Context: an optimization exercise on an open-source flow, tuned for small area, a short achievable clock period and few clock cycles per item. The choices shown serve that exercise and are no tape-out recipe.
For this run, only the layout was checked, not whether the RTL still works.
Power and IR drop assume default switching activity.

===== flow/config.mk =====
export PLATFORM = sky130hd
export DESIGN_NAME = thoken_dec
export DESIGN_NICKNAME = thoken_dec
export VERILOG_FILES = /design/flow/design.v
export SDC_FILE = /design/flow/constraint.sdc
export NUM_CORES = 4
export LEC_CHECK = 0
export CAP_MARGIN = 20
export CORE_MARGIN = 2
export CORE_UTILIZATION = 40
export SETUP_SLACK_MARGIN = 3.8
export SLEW_MARGIN = 20

===== flow/constraint.sdc =====
create_clock -name core_clock -period 7.0 [get_ports {clk}]
set_input_delay 1.4000 -clock core_clock [delete_from_list [all_inputs] [get_ports {clk}]]
set_output_delay 1.4000 -clock core_clock [all_outputs]
set_load 0.01 [all_outputs]

===== flow/design.v =====
module thoken_dec (
    input  wire        clk,
    input  wire        rst,
    input  wire        start_valid,
    output wire        start_ready,
    input  wire [1:0]  start_bpp,      
    input  wire [15:0] start_bytes,    
    input  wire        in_valid,
    output reg         in_ready,
    input  wire [7:0]  in_data,
    output reg         px_valid,
    output reg  [3:0]  px_data,
    output reg         done,
    output reg         ok
);
    localparam S_IDLE  = 2'd0,
               S_DEC   = 2'd1,
               S_FIN   = 2'd2,
               S_DRAIN = 2'd3;
    localparam M_ROW = 2'd0,       
               M_LIT = 2'd1,       
               M_RUN = 2'd2;       
    reg [1:0]  state;
    reg [1:0]  mode;
    reg        b1, b2, b4;         
    reg [15:0] nleft;              
    reg        more;               
    reg [31:0] w;                  
    reg [5:0]  wcnt;               
    reg [8:0]  rem;                
    reg [7:0]  ydec;               
    reg        row0;               
    reg        rxr;                
    reg        bad;
    reg        errq;               
    reg        pv;
    reg [3:0]  pval;
    reg        pxr;
    reg [3:0]  pz;
    reg        mv;
    reg [3:0]  mval;
    reg        mxr;
    reg [8:0]  mlen;
    reg        m1;
    reg        nv;
    reg [3:0]  nval;
    reg        nxr;
    reg [8:0]  nlen;
    reg        n1;                 
    reg        cv;
    reg [3:0]  cval;
    reg        cxr;
    reg [8:0]  ccnt;               
    reg        clast;              
    reg [255:0] d0, d1, d2, d3;
    reg [7:0]  lag;                
    reg        started;
    reg        sync;               
    integer k;
    assign start_ready = (state == S_IDLE);
    wire take = in_valid && in_ready;
    wire [3:0] up    = {d3[255], d2[255], d1[255], d0[255]};
    wire       emit  = cv && sync;
    wire [3:0] px    = cxr ? (cval ^ up) : cval;
    wire       cfree = !cv || (emit && clast);
    wire       nfree = !mv || cfree;
    wire [31:0] st;                
    genvar gi;
    generate for (gi = 0; gi < 32; gi = gi + 1) begin : g_st
        assign st[gi] = w[31 - gi];
    end endgenerate
    wire is_row = (mode == M_ROW);
    wire is_lit = (mode == M_LIT);
    wire is_run = (mode == M_RUN);
    wire c_fill = is_row && !st[0];             
    wire c_rlit = is_row && st[0] && st[1];     
    wire c_rrun = is_row && st[0] && !st[1];    
    wire c_p1   = is_run && !pv;                
    wire c_p2   = is_run && pv;                 
    wire zapp   = c_rrun || c_p1;
    function [3:0] fld;
        input [6:0] s;             
        input       f1, f2;
        begin
            if (f1)      fld = {3'd0, s[0]};
            else if (f2) fld = {2'd0, s[0], s[1]};
            else         fld = {s[0], s[1], s[2], s[3]};
        end
    endfunction
    wire [3:0] v0 = fld(st[6:0], b1, b2);
    wire [3:0] v2 = fld(st[8:2], b1, b2);
    wire [3:0] v3 = fld(st[9:3], b1, b2);
    wire [3:0] dval = c_rrun ? v3 : c_rlit ? v2 : v0;
    wire [8:0] seg = is_row ? (b1 ? st[12:4] : b2 ? st[13:5] : st[15:7])
                            : (b1 ? st[9:1]  : b2 ? st[10:2] : st[12:4]);
    reg  [8:0] zh;                 
    reg  [3:0] z;
    always @(*) begin
        zh = 9'd0;
        z  = 4'd0;
        for (k = 8; k >= 0; k = k - 1)
            if (seg[k]) begin
                zh = 9'd1 << k;
                z  = k;
            end
    end
    wire znone = (seg == 9'd0);
    wire [8:0] zs = zapp ? zh : 9'd1;
    reg [3:0] pre;
    always @(*) begin
        if (c_fill)      pre = 4'd2;
        else if (c_rlit) pre = b1 ? 4'd3 : b2 ? 4'd4 : 4'd6;
        else if (c_rrun) pre = b1 ? 4'd5 : b2 ? 4'd6 : 4'd8;
        else if (is_lit) pre = b1 ? 4'd1 : b2 ? 4'd2 : 4'd4;
        else if (c_p1)   pre = b1 ? 4'd2 : b2 ? 4'd3 : 4'd5;
        else             pre = pz;
    end
    wire bits_ok = !more ||
                   (is_row ? (wcnt >= 6'd16) :
                    is_lit ? (wcnt >= 6'd4)  :
                    pv     ? (wcnt >= 6'd8)  : (wcnt >= 6'd13));
    wire [7:0] lbits = w[31:24] >> (4'd8 - pz);
    wire [8:0] plen  = (9'd1 << pz) | {1'b0, lbits};
    wire complete = c_fill || c_rlit || is_lit || (zapp && seg[0]) || c_p2;
    wire to_p     = zapp && !seg[0] && !znone;
    wire dec      = (state == S_DEC) && bits_ok && (nfree || !complete);
    wire err_z   = zapp && znone;
    wire err_len = c_p2 && (plen > rem);
    wire row_end = c_fill || (c_p2 ? (plen == rem) : (rem == 9'd1));
    wire last_row_end = complete && row_end && (ydec == 8'd255);
    wire [6:0] wadd  = {1'b0, wcnt} + (take ? 7'd8 : 7'd0);
    wire [6:0] wbase = wadd - {3'd0, pre};
    reg  [6:0] wleft;
    reg        le24;               
    always @(*) begin
        wleft = 7'd0;
        le24  = 1'b0;
        for (k = 0; k < 9; k = k + 1)
            if (zs[k]) begin
                wleft = wleft | (wbase - k);
                le24  = le24 | ($signed(wbase - k) <= $signed(7'd24));
            end
    end
    wire overrun = wleft[6];
    wire err     = overrun || err_z || err_len;
    wire [7:0]  ibr = {in_data[0], in_data[1], in_data[2], in_data[3],
                       in_data[4], in_data[5], in_data[6], in_data[7]};
    wire [5:0]  wcp = wcnt - {2'd0, pre};      
    wire [39:0] bpre = {ibr, 32'd0} >> (6'd8 + wcp);
    wire [31:0] wa  = (w << pre) | (take ? bpre[31:0] : 32'd0);
    wire [31:0] wh  = w | (take ? ({ibr, 24'd0} >> wcnt) : 32'd0);
    reg  [31:0] wz;
    always @(*) begin
        wz = 32'd0;
        for (k = 0; k < 9; k = k + 1)
            if (zs[k]) wz = wz | (wa << k);
    end
    wire drain_done = !more && (bad || (!cv && !nv)) && !errq;
    reg [1:0] state_n;
    always @(*) begin
        state_n = state;
        case (state)
            S_IDLE:  if (start_valid) state_n = S_DEC;
            S_DEC:   if (dec && last_row_end) state_n = S_FIN;
            S_FIN:   state_n = S_DRAIN;
            S_DRAIN: if (drain_done) state_n = S_IDLE;
        endcase
        if (errq) state_n = S_DRAIN;
    end
    wire more_n = (state == S_IDLE) ? 1'b1 : take ? (nleft != 16'd1) : more;
    wire room_n = (state == S_IDLE) ? 1'b1 : dec ? le24 : (wadd <= 7'd24);
    wire in_ready_n = more_n && (((state_n == S_DEC) && room_n) || (state_n == S_DRAIN));
    wire [7:0] lag_n = (started && !emit) ? lag + 8'd1 : lag;
    always @(posedge clk) begin
        d0 <= {d0[254:0], emit ? px[0] : d0[255]};
        d1 <= {d1[254:0], emit ? px[1] : d1[255]};
        d2 <= {d2[254:0], emit ? px[2] : d2[255]};
        d3 <= {d3[254:0], emit ? px[3] : d3[255]};
    end
    always @(posedge clk) begin
        if (rst) begin
            state    <= S_IDLE;
            in_ready <= 1'b0;
            px_valid <= 1'b0;
            px_data  <= 4'd0;
            done     <= 1'b0;
            ok       <= 1'b0;
            more     <= 1'b0;
            pv       <= 1'b0;
            errq     <= 1'b0;
            nv       <= 1'b0;
            mv       <= 1'b0;
            cv       <= 1'b0;
        end else begin
            state    <= state_n;
            in_ready <= in_ready_n;
            px_valid <= emit;
            px_data  <= px;
            done     <= 1'b0;
            lag     <= lag_n;
            sync    <= (started || emit) ? (lag_n == 8'd0) : (mv || state != S_DEC);
            if (emit) started <= 1'b1;
            if (take) begin
                nleft <= nleft - 16'd1;
                more  <= (nleft != 16'd1);
            end
            if (cfree) begin
                cv    <= nv;
                cval  <= nval;
                cxr   <= nxr;
                ccnt  <= nlen;
                clast <= n1;
                nv    <= mv;
                nval  <= mval;
                nxr   <= mxr;
                nlen  <= mlen;
                n1    <= m1;
                mv    <= 1'b0;
            end else if (emit) begin
                ccnt  <= ccnt - 9'd1;
                clast <= (ccnt == 9'd2);
            end
            errq <= dec && err;
            case (state)
                S_IDLE: if (start_valid) begin
                    b1      <= (start_bpp == 2'd0);
                    b2      <= (start_bpp == 2'd1);
                    b4      <= (start_bpp == 2'd2);
                    nleft   <= start_bytes;
                    more    <= 1'b1;
                    w       <= 32'd0;
                    wcnt    <= 6'd0;
                    mode    <= M_ROW;
                    rem     <= 9'd256;
                    ydec    <= 8'd0;
                    row0    <= 1'b1;
                    bad     <= 1'b0;
                    lag     <= 8'd0;
                    sync    <= 1'b0;
                    started <= 1'b0;
                end
                S_DEC: begin
                    w    <= dec ? wz : wh;
                    wcnt <= dec ? wleft[5:0] : wadd[5:0];
                    if (dec) begin
                        if (complete) begin
                            if (nv && !cfree) begin
                                mv   <= 1'b1;
                                mval <= tval;
                                mxr  <= txr;
                                mlen <= tlen;
                                m1   <= t1;
                            end else if (mv) begin
                                mv   <= 1'b1;
                                mval <= tval;
                                mxr  <= txr;
                                mlen <= tlen;
                                m1   <= t1;
                                nv   <= 1'b1;
                                nval <= mval;
                                nxr  <= mxr;
                                nlen <= mlen;
                                n1   <= m1;
                            end else begin
                                nv   <= 1'b1;
                                nval <= tval;
                                nxr  <= txr;
                                nlen <= tlen;
                                n1   <= t1;
                            end
                        end
                        if (to_p) begin
                            pv   <= 1'b1;
                            pval <= dval;
                            pxr  <= c_rrun ? (st[2] && !row0) : rxr;
                            pz   <= z;
                        end
                        if (c_p2) pv <= 1'b0;
                        if (c_rrun) rxr <= st[2] && !row0;
                        if (complete && row_end) begin
                            mode <= M_ROW;
                            rem  <= 9'd256;
                            ydec <= ydec + 8'd1;
                            row0 <= 1'b0;
                        end else begin
                            if (c_rlit) mode <= M_LIT;
                            if (c_rrun) mode <= M_RUN;
                            if (complete) rem <= rem - (c_p2 ? plen : 9'd1);
                        end
                    end
                end
                S_FIN: begin
                    if (more || wcnt >= 6'd8 || w != 32'd0) bad <= 1'b1;
                end
                S_DRAIN: if (drain_done) begin
                    done  <= 1'b1;
                    ok    <= !bad;
                    cv    <= 1'b0;
                    nv    <= 1'b0;
                    mv    <= 1'b0;
                end
            endcase
            if (errq) begin
                bad <= 1'b1;
                pv  <= 1'b0;
                mv  <= 1'b0;
                nv  <= 1'b0;
                cv  <= 1'b0;
            end
        end
    end
    wire [3:0] tval = c_fill ? 4'd0 : c_p2 ? pval : dval;
    wire       txr  = c_fill ? (st[1] && !row0) :
                      c_p2   ? pxr :
                      c_rrun ? (st[2] && !row0) :
                      c_p1   ? rxr : 1'b0;
    wire [8:0] tlen = c_fill ? 9'd256 : c_p2 ? plen : 9'd1;
    wire       t1   = !c_fill && !c_p2;
endmodule

===== flow/run.sh =====
#!/bin/bash
# synth_recipe.tcl (not shown) runs the flow's synth.tcl, then flattens the netlist and writes it again
# the make line also repeats each setting of config.mk as NAME=value (left out here)
make -C /OpenROAD-flow-scripts/flow DESIGN_CONFIG=/design/flow/config.mk WORK_HOME=/design/flow/orfs CLKGATE_MAP_FILE= SYNTH_SCRIPT=/design/flow/synth_recipe.tcl finish

==> run notes <==
-- registers in the layout (all words and copies together) (netlist names), 2 cells and up --
| register | flops |
|---|---|
| mval | 4 |
| nval | 4 |
| nlen | 9 |
| w | 32 |
| cval | 4 |
| d0 | 256 |
| nleft | 16 |
| wcnt | 6 |
| ccnt | 9 |
| mlen | 9 |
| lag | 8 |
| pz | 4 |
| d2 | 256 |
| d1 | 256 |
| d3 | 256 |
| ydec | 8 |
| pval | 4 |
| state | 2 |
| px_data | 4 |
| rem | 9 |
| mode | 2 |
-- placed cells by master, fill, tap and decap left out, drive strengths merged, types with 23 or more instances in the layout --
cell type / n
a32oi: 25
o211ai: 29
a21oi: 154
buf: 267
o22ai: 30
ha: 60
clkinv: 30
clkbuf: 167
mux2i: 53
a22oi: 60
o21ai: 143
nand3: 68
clkdlybuf4s50: 38
inv: 73
xnor2: 41
mux2: 23
and2: 30
edfxtp: 142
nor2: 174
a211oi: 38
a221oi: 36
nand2: 200
nor4: 28
a31oi: 30
dfxtp: 1040
nor3: 53
-- cell type report --
| class | instances | share of cell area, % |
|---|---|---|
| inverter | 76 | 0.737 |
| sequential | 1182 | 53.9 |
| tap | 1186 | 3.19 |
| timing repair buffer | 311 | 6.38 |
| clock inverter | 39 | 1.29 |
| multi-input combinational | 1633 | 27.6 |
| timing repair inverter | 1 | 0.0188 |
| clock buffer | 162 | 6.86 |
| antenna | 1 | 0.00538 |
-- worst max-delay path by stage --
stage / from / end / slack, ns / cells past startpoint
2_1_floorplan: b1 / w[15] / 2.33 / 21
3_5_place_dp: b1 / w[29] / 1.46 / 14
5_1_grt: b1 / w[14] / 2.15 / 18
6_report: b1 / w[22] / 2.33 / 17
4_1_cts: b1 / wcnt[5] / 2.44 / 19
3_3_place_gp: b1 / w[29] / 1.50 / 14
-- cells by family after synthesis --
| family | count (synthesis) | synth area share [%] |
|---|---|---|
| compound gates | 741 | 14.2 |
| buf+inv | 237 | 2.76 |
| mux | 82 | 2.50 |
| flops | 1182 | 67.8 |
| xor+xnor | 63 | 1.49 |
| simple gates | 678 | 9.02 |
| fa+ha+maj | 64 | 2.24 |
-- timing repair --
action                                  in CTS  in global routing
gates cloned                                11                  6
endpoints found under the setup margin     119                118
gates resized for setup                    243                154
pin swaps                                  108                103
setup buffers                              137                 71
-- power groups by stage --
stage / sequential [mW] / combinational (mW) / clock, mW
after floorplan: 7.19 / 1.79 / 0
after global placement: 7.28 / 2.45 / 0
after detailed placement: 7.28 / 2.43 / 0
after CTS: 7.12 / 3.03 / 6.17
after global routing: 7.14 / 3.72 / 6.45
final: 7.14 / 3.55 / 6.01
-- metal layers --
metal  routed length [um]  share of wire, %
met4                 4790               5.1
met1                41400                44
met3                10100                11
met2                38000                40
met5                   69             0.073
==> run notes <==
Switch Pwr=about 4.7 mW; min-delay src=d1[5]; critical path class=reg -> reg; Non-Filler Instances=4591; critical path's largest stage delay=between 0.5 and 0.6 ns; Logic pwr share=21.2%; area share of the largest cell type after synthesis=56.3%; FFs w/ async S/R, synth=0%; Core ar.=0.0917 mm2; Avg Cell Area, Syn=12.1 um2; largest area contributor in the netlist=dfxtp_1; DIE AREA=~0.095 mm2; fmax=between 0.2 and 0.25 GHz; switching share of total power=28.4%; R2R setup slack=~2.3 ns; reg2reg end=w[22]; met2 Use GR=a little over a quarter; EDFF count, synth=roughly 140; Synthesis Warnings=1; PortBufs=38; Vias/cell=5.46; Max Cap Violations=0; DR iter-0 viols=2958; CP Launch Type=register; DPL Wire Length=56.5 mm; Fillers=7845; worst reg2reg startpoint=b1; Hold Path Class=reg -> reg; Synth Net Count=3141; setup_tns=0 ns; Slew HR=14.1%; Placed Area=0.0390 mm2; DRT antenna net count=0; actual slew at the worst max-slew pin=approximately 1.3 ns; Syn-to-layout area delta=25.7%; CTS clk-pin slew, worst paths=0.06 ns; hold path depth=0; Leak=17.7 nW; Top Ports=39; via count=25050; Post-Synthesis Cells=between 3000 and 4000; largest net degree at the start of global routing=between 40 and 50; CP required=between 7 and 8 ns; status=no timing/DRC/antenna violations; CP arrival=5.17 ns; vias in the first global route=23998; maximum buffer depth of the clock tree=3; PnR worst setup slack=2.33 ns; met1 Use GR=27.5%; Worst Hold Path EP=d1[6]; register bit total from synthesis=1182; Seq pwr share=a little over two fifths; Placed Cells=about 4200; first-pass iteration count of the detailed router=8; crit path time final=4.67 ns; synth top area cells=dfxtp_1 (56%), edfxtp_1 (12%), a21oi_1 (2.1%); Max Slew Vio Count=0; pwr/cell area=359 mW/mm2; most common library cells after synthesis=dfxtp_1 (1040), nand2_1 (200), nor2_1 (169); buffers plus inverters on the worst setup path=3; Reg area=0.0251 mm2; grt total ovfl=0; first-pass GRT wire length=about 140 mm; Multi-input gate area=0.0129 mm2; CTS Hold Bufs=0; Most used DFF post-synth=dfxtp_1; H-tree depth=3; cell family with most CP delay=simple AND/OR/NAND/NOR gates; Slowest-stage cell, CP=or4_4; TritonCTS Sinks=~1200; met3 usage=5.19%; reg2reg path depth=17; period utilization=66.7%; internal power=around 12 mW; final setup vio count=0; CP dominant cell by count=buf_6; Seq/Total Area, Yosys=about 68%; Post-Route WL=approximately 94 mm; clock root buffer=clkbuf_16; Fin Clk Skew=0.0716 ns; Die H=308 um; count leader, synth=dfxtp_1; initial core utilization=40.4%; RSZ-0062 raised after global routing=true; Die W=308 um; VDD IR-drop max=0.223 mV; RePlAce Congestion=0.944; Hold Worst Slack=0.272 ns; CTS Buf Count=around 110; synthesized area=0.0370 mm2; Power Total=16.7 mW; worst-path fanout max=6; Total GRT Usage=19.3%; layout cells sized above 1=23.8%; std cell rows=approximately 110; per-cell routed wire length=20.5 um; final core occ=50.8%; Post-route DRC=0; Design Area, Final=0.0465 mm2; Critical Path End Type=register; CTS tree=built; worst path cell trace=or4_4 -> a21boi_2 -> a32o_2 -> inv_4 -> ha_4 -> fa_1 -> and3_4 -> or3_4 -> and2_4 -> nor3_4 -> buf_6 -> nand4_1 -> nand4_4 -> buf_6 -> a22oi_1 -> and3_1 -> a211oi_2; Placement Setup Slack=1.46 ns; busiest grt layer=met1; synth unique cells=113; initial antenna violation count=3; Hold Vio Cnt, Final=0; share of total power in the clock network=~36%; nets@finish=3405; Worst-Skew Late Latency=0.68 ns

what the ideal ports hide:
How much do the figures lean on ideal ports? The routed layout below was timed once more, with nothing changed but the port constraints. Step 1 assumes that a clkbuf_16 drives the clock port and a buf_2 every other input. Step 2 also shifts input and output timing later by t, the mid clock arrival at the registers, as if the neighbouring blocks saw the same clock. Three values: ideal ports, drivers, drivers and shift; two values: the first two.
shift t [ns]: 0.715
setup WS [ns]: 2.328 / 2.328 / 2.058
pins driven straight from the clock port: 1
After both steps this run still meets setup and hold. For this run, drivers alone change the setup slack by 0.000 ns; drivers and shift together by -0.270 ns.
